Background: an optimization exercise with open tools, aiming at small area, a short achievable clock period and few clock cycles. Do not read the settings as production practice. The RTL was checked by simulation tests, not by an equivalence proof against the original design. Power and IR drop assume default switching activity.

==> indigo <==
## cmp_coder
module cmp_coder (
    input  wire        clk,
    input  wire        rst,
    input  wire        in_valid,
    output wire        in_ready,
    input  wire [15:0] in_x,
    input  wire [15:0] in_nb,
    input  wire [8:0]  cfg_nwords,
    input  wire [2:0]  cfg_avg,
    input  wire [3:0]  cfg_k,
    input  wire [7:0]  cfg_a,
    input  wire [7:0]  cfg_b,
    input  wire [7:0]  cfg_c,
    input  wire [9:0]  cfg_neighbour,
    input  wire        cfg_nb_use,
    output reg         out_valid,
    input  wire        out_ready,
    output reg  [31:0] out_data,
    output reg         out_last,
    output wire [23:0] out_bits,
    output wire [8:0]  out_escapes,
    output wire [63:0] out_header,
    output reg         out_coded
);
    function [15:0] wmask;
        input [2:0] avg;
        case (avg)
            3'd0: wmask = 16'h0FFF;
            3'd1: wmask = 16'h1FFF;
            3'd2: wmask = 16'h3FFF;
            3'd3: wmask = 16'h7FFF;
            default: wmask = 16'hFFFF;
        endcase
    endfunction
    function [11:0] benc;
        input [7:0] k;
        integer j;
        reg b2, b1, b0;
        begin
            for (j = 0; j < 4; j = j + 1) begin
                b2 = k[2*j+1];
                b1 = k[2*j];
                b0 = (j == 0) ? 1'b0 : k[2*j-1];
                benc[j]     = b2;
                benc[4 + j] = b1 ^ b0;
                benc[8 + j] = (b2 & ~b1 & ~b0) | (~b2 & b1 & b0);
            end
        end
    endfunction
    function [7:0] bdec;
        input [11:0] e;
  ...
Settings: LEC_CHECK=0, ABC_AREA=1, CAP_MARGIN=20, CORE_MARGIN=2, CORE_UTILIZATION=50, CTS_CLUSTER_DIAMETER=100, CTS_CLUSTER_SIZE=30, SLEW_MARGIN=20; clock period 15.0 ns.
standard.sh (not shown) runs the stock make flow with config.mk's settings and CLKGATE_MAP_FILE= SYNTH_SCRIPT=/design/flow/synth_recipe.tcl, a recipe that flattens the netlist after the stock synthesis.
==> flow/flow/run.sh <==
#!/bin/bash
set -euo pipefail
cd "$(dirname "$0")/.."
MARGIN=$(cat flow/margin.txt)
PORTBUF=$(cat flow/portbuf.txt)
bash standard.sh SETUP_SLACK_MARGIN=$MARGIN TNS_END_PERCENT=100 \
  "BUFFER_PORTS_ARGS=-buffer_cell $PORTBUF" finish > flow_make.log 2>&1
==> flow/flow/margin.txt <==
10.5
==> flow/flow/portbuf.txt <==
sky130_fd_sc_hd__buf_2
==> zinc (differences from indigo) <==
--- a/flow/design.v
+++ b/flow/design.v
@@ -60,11 +60,11 @@
     reg [3:0]  k0;
     reg [2:0]  avg0;
     reg [9:0]  nbr0;
     reg [8:0]  n0;
     reg [8:0]  left;           
-    reg [15:0] hx2;            
+    reg [15:0] hx1, hx2;
     reg        lastpend;
     assign in_ready = adv0_o;
     wire in_fire  = in_valid && adv0 && !rst;
     wire [15:0] imask  = wmask(cfg_avg);
     wire        ifirst = (left == 9'd0);
@@ -91,11 +91,12 @@
             n0     <= cfg_nwords;
             first0 <= ifirst;
             last0  <= ilast;
         end
         if (adv0 && v0) begin
-            hx2 <= first0 ? x0 : x1;
+            hx1 <= x0;
+            hx2 <= first0 ? x0 : hx1;
         end
     end
     function [25:0] brow;
         input [11:0] k;
         input [15:0] x;
@@ -124,11 +125,11 @@
     endfunction
     wire [25:0] rw [0:12];
     genvar gi;
     generate
         for (gi = 0; gi < 4; gi = gi + 1) begin : g_rows
-            assign rw[gi]     = brow(a0, x1, gi, (gi == 0) ? 1'b0 : bneg(a0, gi - 1));
+            assign rw[gi]     = brow(a0, hx1, gi, (gi == 0) ? 1'b0 : bneg(a0, gi - 1));
             assign rw[4 + gi] = brow(b0, hx2, gi, (gi == 0) ? 1'b0 : bneg(b0, gi - 1));
             assign rw[8 + gi] = brow(c0, nb0, gi, (gi == 0) ? 1'b0 : bneg(c0, gi - 1));
         end
     endgenerate
     wire [1:0]  nsum = {1'b0, a0[3]} + {1'b0, b0[3]} + {1'b0, c0[3]};
@@ -155,21 +156,18 @@
     reg [25:0] s1s, s1c;
     reg [15:0] x1;
     reg [3:0]  k1;
     reg [2:0]  avg1;
     always @(posedge clk) begin
-        if (adv && adv0 && v0)
-            x1 <= x0;
-    end
-    always @(posedge clk) begin
         if (rst)
             v1 <= 1'b0;
         else if (adv)
             v1 <= v0 && adv0;
         if (adv) begin
             s1s    <= l5a[25:0];
             s1c    <= l5a[51:26];
+            x1     <= x0;
             k1     <= k0;
             avg1   <= avg0;
             first1 <= first0;
             last1  <= last0;
         end
Settings changed: CORE_UTILIZATION 50 to 40.
==> qor summary <==
Number of buffers created by CTS: zinc 37; indigo 28
Run status: zinc no timing/DRC/antenna violations; indigo no timing/DRC/antenna violations
Clk power: zinc 1200 µW; indigo 949 µW
Count of plain and timing-repair buffers in the layout: zinc 270; indigo 321
Number of sinks driven by the clock tree: zinc 556; indigo 540
Area enclosed by the die boundary: zinc 0.105 mm²; indigo 0.0842 mm²
Horizontal die dimension: zinc 324 µm; indigo 290 µm
Final Worst Setup Slack: zinc 10590 ps; indigo 10570 ps
Simple-gate portion of the synthesized area: zinc 0.160; indigo 0.166
Data required time at the worst endpoint: zinc 15360 ps; indigo 15380 ps
Post-CTS Resized: zinc 3; indigo 11
Layout fillers: zinc 10021; indigo 7673
Net total in the final layout: zinc 5361; indigo 5474
Layout clock buffer count: zinc 40; indigo 32
Final-layout clock-cell area share: zinc 0.0308; indigo 0.0225
Reg-to-reg critical path startpoint: zinc a0[6]; indigo x1[2]
Lkg Pwr: zinc 0.0205 µW; indigo 0.0206 µW
Largest clock skew in the final design: zinc 38.1 ps; indigo 23.1 ps
Testbench counts of indigo, summed over its fixed seeds: cycles 24,457.
Testbench counts of zinc, summed over its fixed seeds: cycles 24,457.

* * *

==> 07-05 <==
cmp_coder, a different RTL version from the one above (not shown whole).
export LEC_CHECK = 0
export ABC_AREA = 1
export CAP_MARGIN = 20
export CORE_MARGIN = 2
export CORE_UTILIZATION = 40
export SLEW_MARGIN = 20
create_clock -name core_clock -period 15.0 [get_ports {clk}]
==> flow/flow/run.sh <==
#!/bin/bash
set -euo pipefail
cd "$(dirname "$0")/.."
MARGIN=$(cat flow/margin.txt)
bash standard.sh SETUP_SLACK_MARGIN=$MARGIN TNS_END_PERCENT=100 finish > flow_make.log 2>&1
Scripts as last shown in full above: flow/flow/margin.txt
==> inputs of 10-01, as changes to 07-05 <==
--- a/flow/design.v
+++ b/flow/design.v
@@ -58,13 +58,13 @@
         end else if (in_fire) begin
             v0  <= 1'b1;
             cnt <= ilast ? 9'd0 : cnt1;
         end else if (adv0) begin
             v0  <= 1'b0;
         end
-        if (adv0) begin
+        if (in_fire) begin
             x0     <= in_x & imask;
             nb0    <= cfg_nb_use ? (in_nb & imask) : 16'd0;
             a0     <= cfg_a;
             b0     <= cfg_b;
             c0     <= cfg_c;
             k0     <= cfg_k;
@@ -209,13 +209,13 @@
             co = {1'b0, q2[7:0]};
             ct = {3'd0, rem2, 1'b0};
             cl = {1'b0, k2} + 5'd1;
         end
     end
     wire [8:0] clen = co + {4'd0, cl};
-    reg        v3, first3, last3, esc3;
+    reg        v3, first3, last3, esc3, long3;
     reg [8:0]  o3, len3;
     reg [15:0] t3;
     reg [4:0]  l3;
     always @(posedge clk) begin
         if (rst)
             v3 <= 1'b0;
@@ -223,22 +223,22 @@
             v3 <= v2;
         if (adv) begin
             o3     <= co;
             t3     <= ct;
             l3     <= cl;
             len3   <= clen;
+            long3  <= (clen > 9'd32);
             esc3   <= esc & ~first2;
             first3 <= first2;
             last3  <= last2;
         end
     end
-    wire        long3 = (len3[8:6] != 3'd0) | (len3[5] & (len3[4:0] != 5'd0));
     wire [4:0]  sh   = long3 ? (5'd0 - l3) : o3[4:0];    
     wire [31:0] spat = ~(32'hFFFFFFFF << sh) | ({16'd0, t3} << sh);
-    wire [8:0]  rlen = !v3 ? 9'd0 : long3 ? (len3 - 9'd32) : 9'd0;
-    wire [5:0]  slen = !v3 ? 6'd0 : long3 ? 6'd32 : len3[5:0];
+    wire [8:0]  rlen = long3 ? (len3 - 9'd32) : 9'd0;
+    wire [5:0]  slen = long3 ? 6'd32 : len3[5:0];
     reg        vC, lastC;
     reg [8:0]  rC;
     reg [31:0] sC;
     reg [5:0]  lsC;
     reg [16:0] bacc, bits_o;
     reg [8:0]  eacc, esc_o;
@@ -247,19 +247,21 @@
     reg  [31:0] acc;
     reg  [4:0]  p;
     reg         flush;
     reg         kv, k_last;
     reg  [31:0] k_data;
     wire        run      = !kv;
-    reg  [4:0]  q;            
+    wire [5:0]  pr       = {1'b0, p} + {1'b0, rC[4:0]};
     reg         longstep;     
     wire        consume  = run && vC && (flush ? !lastC : !longstep);
+    wire [4:0]  pe   = flush ? 5'd0 : p;
     wire [31:0] ae   = flush ? 32'd0 : acc;
-    wire [31:0] omsk = (32'hFFFFFFFF << p) & ~(32'hFFFFFFFF << q);
-    wire [63:0] comb = {32'd0, ae | omsk} | ({32'd0, sC} << q);
-    wire [6:0]  tpos = {2'd0, q} + {1'b0, lsC};
+    wire [4:0]  qpos = flush ? 5'd0 : pr[4:0];
+    wire [31:0] omsk = (32'hFFFFFFFF << pe) & ~(32'hFFFFFFFF << qpos);
+    wire [63:0] comb = {32'd0, ae | omsk} | ({32'd0, sC} << qpos);
+    wire [6:0]  tpos = {2'd0, qpos} + {1'b0, lsC};
     reg         em_v, em_last;
     reg  [31:0] em_d;
     reg  [31:0] acc_n;
     reg  [4:0]  p_n;
     reg         flush_n;
     reg  [8:0]  r_n;
@@ -305,14 +307,12 @@
     assign out_bits    = {7'd0, bits_o};
     assign out_escapes = esc_o;
     assign out_header  = {hdr, 7'd0, bits_o};
     always @(posedge clk) begin
         if (rst) begin
             vC        <= 1'b0;
-            rC        <= 9'd0;
-            lsC       <= 6'd0;
             acc       <= 32'd0;
             p         <= 5'd0;
             flush     <= 1'b0;
             kv        <= 1'b0;
             out_valid <= 1'b0;
             lastpend  <= 1'b0;
@@ -347,19 +347,16 @@
             if (adv0 && v0 && last0)
                 lastpend <= 1'b1;
             else if (otake && out_last)
                 lastpend <= 1'b0;
         end
         if (adv) begin
-            sC    <= spat;
-            lastC <= last3;
-        end
-        if (rst) begin
-        end else if (adv) begin
             rC    <= rlen;
+            sC    <= spat;
             lsC   <= slen;
+            lastC <= last3;
         end else if (run && vC && !flush && longstep) begin
             rC    <= r_n;
         end
         if (adv && v3) begin
             bacc <= bnext;
             eacc <= enext;
@@ -373,49 +370,30 @@
             rawr <= rawn;
         end
         out_coded <= codw < {4'd0, rawr};
     end
     wire        vC_n    = adv ? v3 : vC;
     wire        lastC_n = adv ? last3 : lastC;
-    wire [6:0]  xq      = {2'd0, q} + {1'b0, lsC} + {2'd0, rlen[4:0]};
-    wire        xls     = (rlen[8:5] != 4'd0) | (tpos[5] ? xq[6] : (xq[6] | xq[5]));
-    reg  [4:0]  q_n;
-    reg         ls_n;
-    always @(*) begin
-        q_n = xq[4:0]; ls_n = xls;
-        if (!run && vC) begin
-            q_n = q; ls_n = longstep;
-        end else if (!run) begin
-        end else if (flush) begin
-            if (vC && lastC) begin
-                q_n = 5'd0; ls_n = 1'b0;
-            end
-        end else if (vC && longstep) begin
-            q_n = q; ls_n = (r_n[8:5] != 4'd0);
-        end else if (vC && lastC && !tpos[5]) begin
-            q_n = rlen[4:0]; ls_n = (rlen[8:5] != 4'd0);
-        end else if (vC && lastC && tpos[4:0] != 5'd0) begin
-            q_n = 5'd0; ls_n = 1'b0;
-        end
-    end
+    wire [8:0]  rC_n    = adv ? rlen :
+                          (run && vC && !flush && longstep) ? r_n : rC;
+    wire [5:0]  pr_n    = {1'b0, p_n} + {1'b0, rC_n[4:0]};
+    wire        ls_n    = (rC_n[8:5] != 4'd0) | pr_n[5];
     wire        kv_n    = kv ? (out_valid && !out_ready) : (em_v && out_valid && !out_ready);
     wire        adv_n   = !vC_n || (!kv_n && (flush_n ? !lastC_n : !ls_n));
     wire        v0_n    = in_fire || (v0 && !adv0);
-    wire        last0_n = adv0 ? ilast : last0;
+    wire        last0_n = in_fire ? ilast : last0;
     wire        lp_n    = (adv0 && v0 && last0) || (lastpend && !(otake && out_last));
     wire        adv0_n  = adv_n && !(v0_n && last0_n && lp_n);
     always @(posedge clk) begin
         if (rst) begin
             adv      <= 1'b1;
             adv0     <= 1'b1;
             adv0_o   <= 1'b1;
             longstep <= 1'b0;
-            q        <= 5'd0;
         end else begin
             adv      <= adv_n;
             adv0     <= adv0_n;
             adv0_o   <= adv0_n;
             longstep <= ls_n;
-            q        <= q_n;
         end
     end
 endmodule
==> flow/run.sh (new file) <==
#!/bin/bash
# synth_recipe.tcl (not shown) runs the flow's synth.tcl, then flattens the netlist and writes it again
# the make line also repeats each setting of config.mk as NAME=value (left out here)
make -C /OpenROAD-flow-scripts/flow DESIGN_CONFIG=/design/flow/config.mk WORK_HOME=/design/flow/orfs CLKGATE_MAP_FILE= SYNTH_SCRIPT=/design/flow/synth_recipe.tcl finish
Settings changed: ABC_AREA 1 to default.
removed: flow/flow/run.sh
removed: flow/flow/margin.txt
removed: flow/standard.sh
==> notes.md <==
| quantity | 07-05 | 10-01 |
|---|---|---|
| Status | no timing/DRC/antenna violations | no timing/DRC/antenna violations |
| Detailed Place HPWL | 93.6 mm | 94.3 mm |
| CP endpoint kind | output port | flip-flop |
| Non-filler instance count after layout | 6,554 | 6,027 |
| Worst-Skew Late Latency | 660 ps | 650 ps |
| Total of plain and repair buffers excluding clock buffers | 338 | 260 |
| Synthesized area per cell | 8.47 um^2 | 9.46 um^2 |
| Peak supply drop | 159 uV | 87.4 uV |
| Filler instances | 10,100 | 10,200 |
| Register fraction of the total cell area | 0.327 | 0.321 |
| Crit path DAT | 1470 ps | 6700 ps |
| Power attributed to combinational cells | 4.43 mW | 4.51 mW |
| CP max stage delay | 490 ps | 590 ps |
| Flop+latch power | 2.21 mW | 2.25 mW |
| Maximum frequency from static timing analysis | 224 MHz | 164 MHz |
| Setup repair after global routing missed its margin | true | false |
| Via density | 5.20 | 5.54 |
| Top-count cell post-synth | sky130_fd_sc_hd__nand2_1 | sky130_fd_sc_hd__edfxtp_1 |
| Multi-input combinational cell count | 3,293 | 3,279 |
| Xor and xnor fraction of the mapped netlist area | 0.0614 | 0.0371 |
| Share of the clock period used by the worst path | 0.298 | 0.407 |
Testbench counts of 07-05, summed over its fixed seeds: cycles 24,457.
Testbench counts of 10-01, summed over its fixed seeds: cycles 24,457.

==> separate check: timing with driven ports <==
The results above use ideal ports. As a check the final layouts listed here were re-extracted and re-timed, cells and wires unchanged.
Step 1 assumes that a clkbuf_16 drives the clock port and a buf_2 every other input.
Step 2 also shifts input and output timing later by t, the mid clock arrival at the registers, as if the neighbouring blocks saw the same clock.
Three values: ideal ports, drivers, drivers and shift; two values: the first two.
| run | t (ns) | setup WS [ns] | worst setup path after step 2 | worst data-port slew with drivers (ns) | pins driven straight from the clock port |
|---|---|---|---|---|---|
| indigo | 0.702 | 10.568 / 10.519 / 10.161 | input to register | 0.08 | 1 |
| zinc | 0.698 | 10.589 / 10.589 / 10.146 | input to register | 0.14 | 1 |
| 07-05 | 0.702 | 10.527 / 10.459 / 10.078 | input to register | 0.12 | 1 |
| 10-01 | 0.707 | 8.901 / 8.901 / 8.901 | register to register | 0.15 | 1 |
After both steps setup and hold are still met in every run listed. For 07-05, which loses most, drivers alone change the setup slack by -0.068 ns; drivers and shift together by -0.449 ns.
